Background: an optimization exercise with open tools, aiming at small area. Do not read the settings as production practice.
In this exercise RTL edits were held to simulation tests only and were not proved equivalent to the original.

Design sk7_mstep, start of the top module:
module sk7_mstep (
    input  wire               clk,
    input  wire               rst,         
    input  wire               tick,        
    input  wire signed [31:0] x,           
    input  wire        [15:0] speed,       
    input  wire               vneg,        
    input  wire               at_rest,     
    input  wire               dir,         
    input  wire        [9:0]  e_off,       
    input  wire signed [15:0] lead,        
    input  wire        [2:0]  band_max,    
    input  wire        [11:0] amp,         
    input  wire        [15:0] vbus,        
    output wire               out_valid,
    output wire        [9:0]  addr,        
    output wire        [2:0]  band,        
    output wire signed [11:0] ent_a,       
    output wire signed [11:0] ent_b,       
    output reg  signed [16:0] volt_a,      
    output wire signed [16:0] volt_b       
);
For scale: about 960 cells after synthesis, about 0.0086 sq mm of cells after synthesis.
==> flow/config.mk <==
export PLATFORM = sky130hd
export DESIGN_NAME = sk7_mstep
export DESIGN_NICKNAME = sk7_mstep
export VERILOG_FILES = /design/flow/design.v
export SDC_FILE = /design/flow/constraint.sdc
export NUM_CORES = 4
export LEC_CHECK = 0
export ABC_AREA = 1
export CAP_MARGIN = 20
export CORE_MARGIN = 2
export CORE_UTILIZATION = 40
export SLEW_MARGIN = 20
export SYNTH_MEMORY_MAX_BITS = 32768
==> flow/constraint.sdc <==
create_clock -name core_clock -period 60.0 [get_ports {clk}]
set_input_delay 12.0000 -clock core_clock [delete_from_list [all_inputs] [get_ports {clk}]]
set_output_delay 12.0000 -clock core_clock [all_outputs]
set_load 0.01 [all_outputs]
standard.sh (not shown) runs the stock make flow with config.mk's settings and CLKGATE_MAP_FILE= SYNTH_SCRIPT=/design/flow/synth_recipe.tcl, a recipe that flattens the netlist after the stock synthesis.
==> flow/flow/run.sh <==
#!/bin/bash
# Layout flow: the standard flow, with two changes.
#  1. After the standard synthesis, full adders among inverters are flipped to
#     the inverted polarity (flow/faflip.py) and the combinational logic is
#     mapped again by a stronger ABC script (flow/remap.tcl); registers are
#     left untouched.
#  2. Ports are buffered with the smallest buffer; CTS uses clkbuf_4 in clusters of 6 and adds
#     no dummy loads.
# Each tool's output goes to a log file of its own in this folder.
set -euo pipefail
W=$PWD
RES=$W/orfs/results/sky130hd/sk7_mstep/base
LOGS=$W/orfs/logs/sky130hd/sk7_mstep/base

bash standard.sh synth > std_synth.log 2>&1

cp $RES/1_2_yosys.v std_synth_netlist.v.log
# the don't-use cells as the standard synthesis passed them to ABC
DU=$(grep -o -- "-dont_use [^ ]*" $LOGS/1_2_yosys.log | awk '{print $2}' | sort -u | tr '\n' ' ')
export REMAP_LIB=$FLOW_HOME/platforms/sky130hd/lib/sky130_fd_sc_hd__tt_025C_1v80.lib
python3 flow/faflip.py std_synth_netlist.v.log faflip_netlist.v.log > faflip.log 2>&1
export REMAP_IN=$W/faflip_netlist.v.log
export REMAP_OUT=$RES/1_2_yosys.v
export REMAP_TOP=$FLOW_TOP
export REMAP_DONT_USE="$DU"
export REMAP_ABC=$W/flow/remap.abc
export REMAP_STAT_IN=$W/remap_stat_in.log
export REMAP_STAT_OUT=$W/remap_stat_out.log
yosys -c flow/remap.tcl > remap.log 2>&1

export BUFFER_PORTS_ARGS="-buffer_cell sky130_fd_sc_hd__buf_1"
export CTS_ARGS="-sink_clustering_enable -sink_clustering_size 6 -repair_clock_nets -dont_use_dummy_load -buf_list sky130_fd_sc_hd__clkbuf_4"
bash standard.sh > std_layout.log 2>&1
Other scripts of this flow, unchanged in this note and not shown: flow/flow/faflip.py, flow/flow/remap.abc, flow/flow/remap.tcl
==> next run, changes <==
--- a/flow/design.v
+++ b/flow/design.v
@@ -104,15 +104,15 @@
     output wire        [9:0]  addr,        
     output wire        [2:0]  band,        
     output wire signed [11:0] ent_a,       
     output wire signed [11:0] ent_b,       
     output reg  signed [16:0] volt_a,      
     output wire signed [16:0] volt_b       
 );
-    reg  [9:0] w_prev;       
+    reg  [9:0] e_prev;
     reg        have_prev;
     reg  [2:0] band_q;
     reg        adir_q;       
     localparam [1:0] PH_IDLE = 2'd0, PH_C = 2'd1, PH_A = 2'd2, PH_B = 2'd3;
     reg  [1:0] ph;
     reg  [3:0] k;
     reg  [23:0] R;           
@@ -121,18 +121,19 @@
     reg  [5:0]  ent_a_lo;    
     reg  [16:0] qacc;        
     wire [9:0] xx  = x[9:0] ^ {10{dir}};
     wire [9:0] cs_s = e_off ^ xx ^ lead[9:0];
     wire [9:0] cs_c = (e_off & xx) | (e_off & lead[9:0]) | (xx & lead[9:0]);
     wire [9:0] e_exact;
     sk7_radd #(10) u_eadd (.a(cs_s), .b({cs_c[8:0], dir}), .ci(1'b0), .s(e_exact), .co());
-    wire [9:0] w_exact = {e_exact[9:8] - {1'b0, ~e_exact[7]}, ~e_exact[7], e_exact[6:0]};
-    wire [1:0] dq = w_exact[9:8] - w_prev[9:8];
-    wire       w0 = ~|w_exact[7:0];
-    wire       u0 = ~|w_prev[7:0];
+    wire [1:0] wq = e_exact[9:8] - {1'b0, ~e_exact[7]};
+    wire [1:0] uq = e_prev[9:8]  - {1'b0, ~e_prev[7]};
+    wire [1:0] dq = wq - uq;
+    wire       w0 = e_exact[7] & ~|e_exact[6:0];
+    wire       u0 = e_prev[7]  & ~|e_prev[6:0];
     wire crossing = have_prev & ((dq == 2'd0) ? w0 :
                                  (dq == 2'd3) ? ~(u0 & ~w0) : 1'b1);
     wire s_e1, s_e2, s_e3, s_e4, s_r1, s_r2, s_r3, s_r4;
     sk7_gek #(16, 16'd600)  u_e1 (.a(speed), .ge(s_e1));
     sk7_gek #(16, 16'd1500) u_e2 (.a(speed), .ge(s_e2));
     sk7_gek #(16, 16'd3000) u_e3 (.a(speed), .ge(s_e3));
     sk7_gek #(16, 16'd5000) u_e4 (.a(speed), .ge(s_e4));
@@ -148,26 +149,37 @@
                        |band_q[2:1], |band_q};
     wire [3:0] up_t   = s_et & m_t;                   
     wire       up_gt  = |(up_t & ~b_t);               
     wire [3:0] want_t = up_gt ? up_t : (s_rt & b_t & m_t);
     wire [3:0] new_t  = at_rest ? 4'd0 : crossing ? want_t : b_t;
     wire [2:0] band_new = {new_t[3], new_t[1] & ~new_t[3],
                            (new_t[0] & ~new_t[1]) | (new_t[2] & ~new_t[3])};
-    wire [9:0] gmask = {2'b00, {2{b_t[3]}}, {2{b_t[2]}}, {2{b_t[1]}}, {2{b_t[0]}}};
+    wire       b4 = band_q[2];
+    reg  [9:0] gmask;
+    always @* begin
+        case (band_q[1:0])
+            2'd0:    gmask = 10'd0;
+            2'd1:    gmask = 10'd3;
+            2'd2:    gmask = 10'd15;
+            default: gmask = 10'd63;
+        endcase
+        if (b4) gmask = 10'd255;
+    end
+    wire [9:0] qe = b4 ? {e_prev[9:8] - {1'b0, ~e_prev[7]}, ~e_prev[7], e_prev[6:0]} : e_prev;
     wire [10:0] qc;
     wire [9:0]  qr;
     assign qc[0] = 1'b0;
     genvar gi;
     generate
         for (gi = 0; gi < 10; gi = gi + 1) begin : g_q
-            assign qr[gi]   = gmask[gi] ? 1'b0 : (w_prev[gi] ^ qc[gi]);
-            assign qc[gi+1] = adir_q & (gmask[gi] ? (qc[gi] | w_prev[gi]) : (qc[gi] & w_prev[gi]));
+            assign qr[gi]   = gmask[gi] ? 1'b0 : (qe[gi] ^ qc[gi]);
+            assign qc[gi+1] = adir_q & (gmask[gi] ? (qc[gi] | qe[gi]) : (qc[gi] & qe[gi]));
         end
     endgenerate
-    wire [9:0] qaddr = {qr[9:8] + {1'b0, qr[7]}, ~qr[7], qr[6:0]};
+    wire [9:0] qaddr = {qr[9:8], qr[7] | b4, qr[6:0]};
     assign addr = qaddr;
     assign band = band_q;
     wire ph_c    = (ph == PH_C);
     wire ph_a    = (ph == PH_A);
     wire ph_b    = (ph == PH_B);
     wire k0      = (k == 4'd0);
     wire c_last  = ph_c & k0;                   
@@ -264,15 +276,15 @@
                 have_prev <= 1'b1;
                 band_q    <= band_new;
             end
         end
     end
     always @(posedge clk) begin
         if (tick) begin
-            w_prev <= w_exact;
+            e_prev <= e_exact;
             adir_q <= vneg ^ dir;
         end
     end
 endmodule
 module sk7_radd #(parameter N = 8) (
     input  wire [N-1:0] a,
     input  wire [N-1:0] b,
Wire length went up slightly.
Worst setup slack is worse by 0.54 ns.
Final cell count stays flat.
Die area went up slightly.
First-iteration DRC count went up by well over a third.
Via count went up slightly.

-- separate check: timing with driven ports --
In the flow no input, the clock included, has a driving cell. The finished layouts below were timed again as built, in two steps.
Step 1, drivers: a clkbuf_16 drives clk and a buf_2 each remaining input, both assumed.
Step 2, shift: input delay + t, output delay - t, t = (earliest + latest rising clock arrival at the registers) / 2. This alone moves slack from input paths to output paths.
Slacks: ideal ports / drivers / drivers and shift; pairs: ideal ports / drivers.
run | shift t [ns] | slack for setup (ns) | pins driven straight from the clock port
the first run | 0.551 | 14.397 / 14.357 / 14.908 | 1
the second run | 0.534 | 13.859 / 13.821 / 14.355 | 1
After both steps every run listed still meets setup and hold.
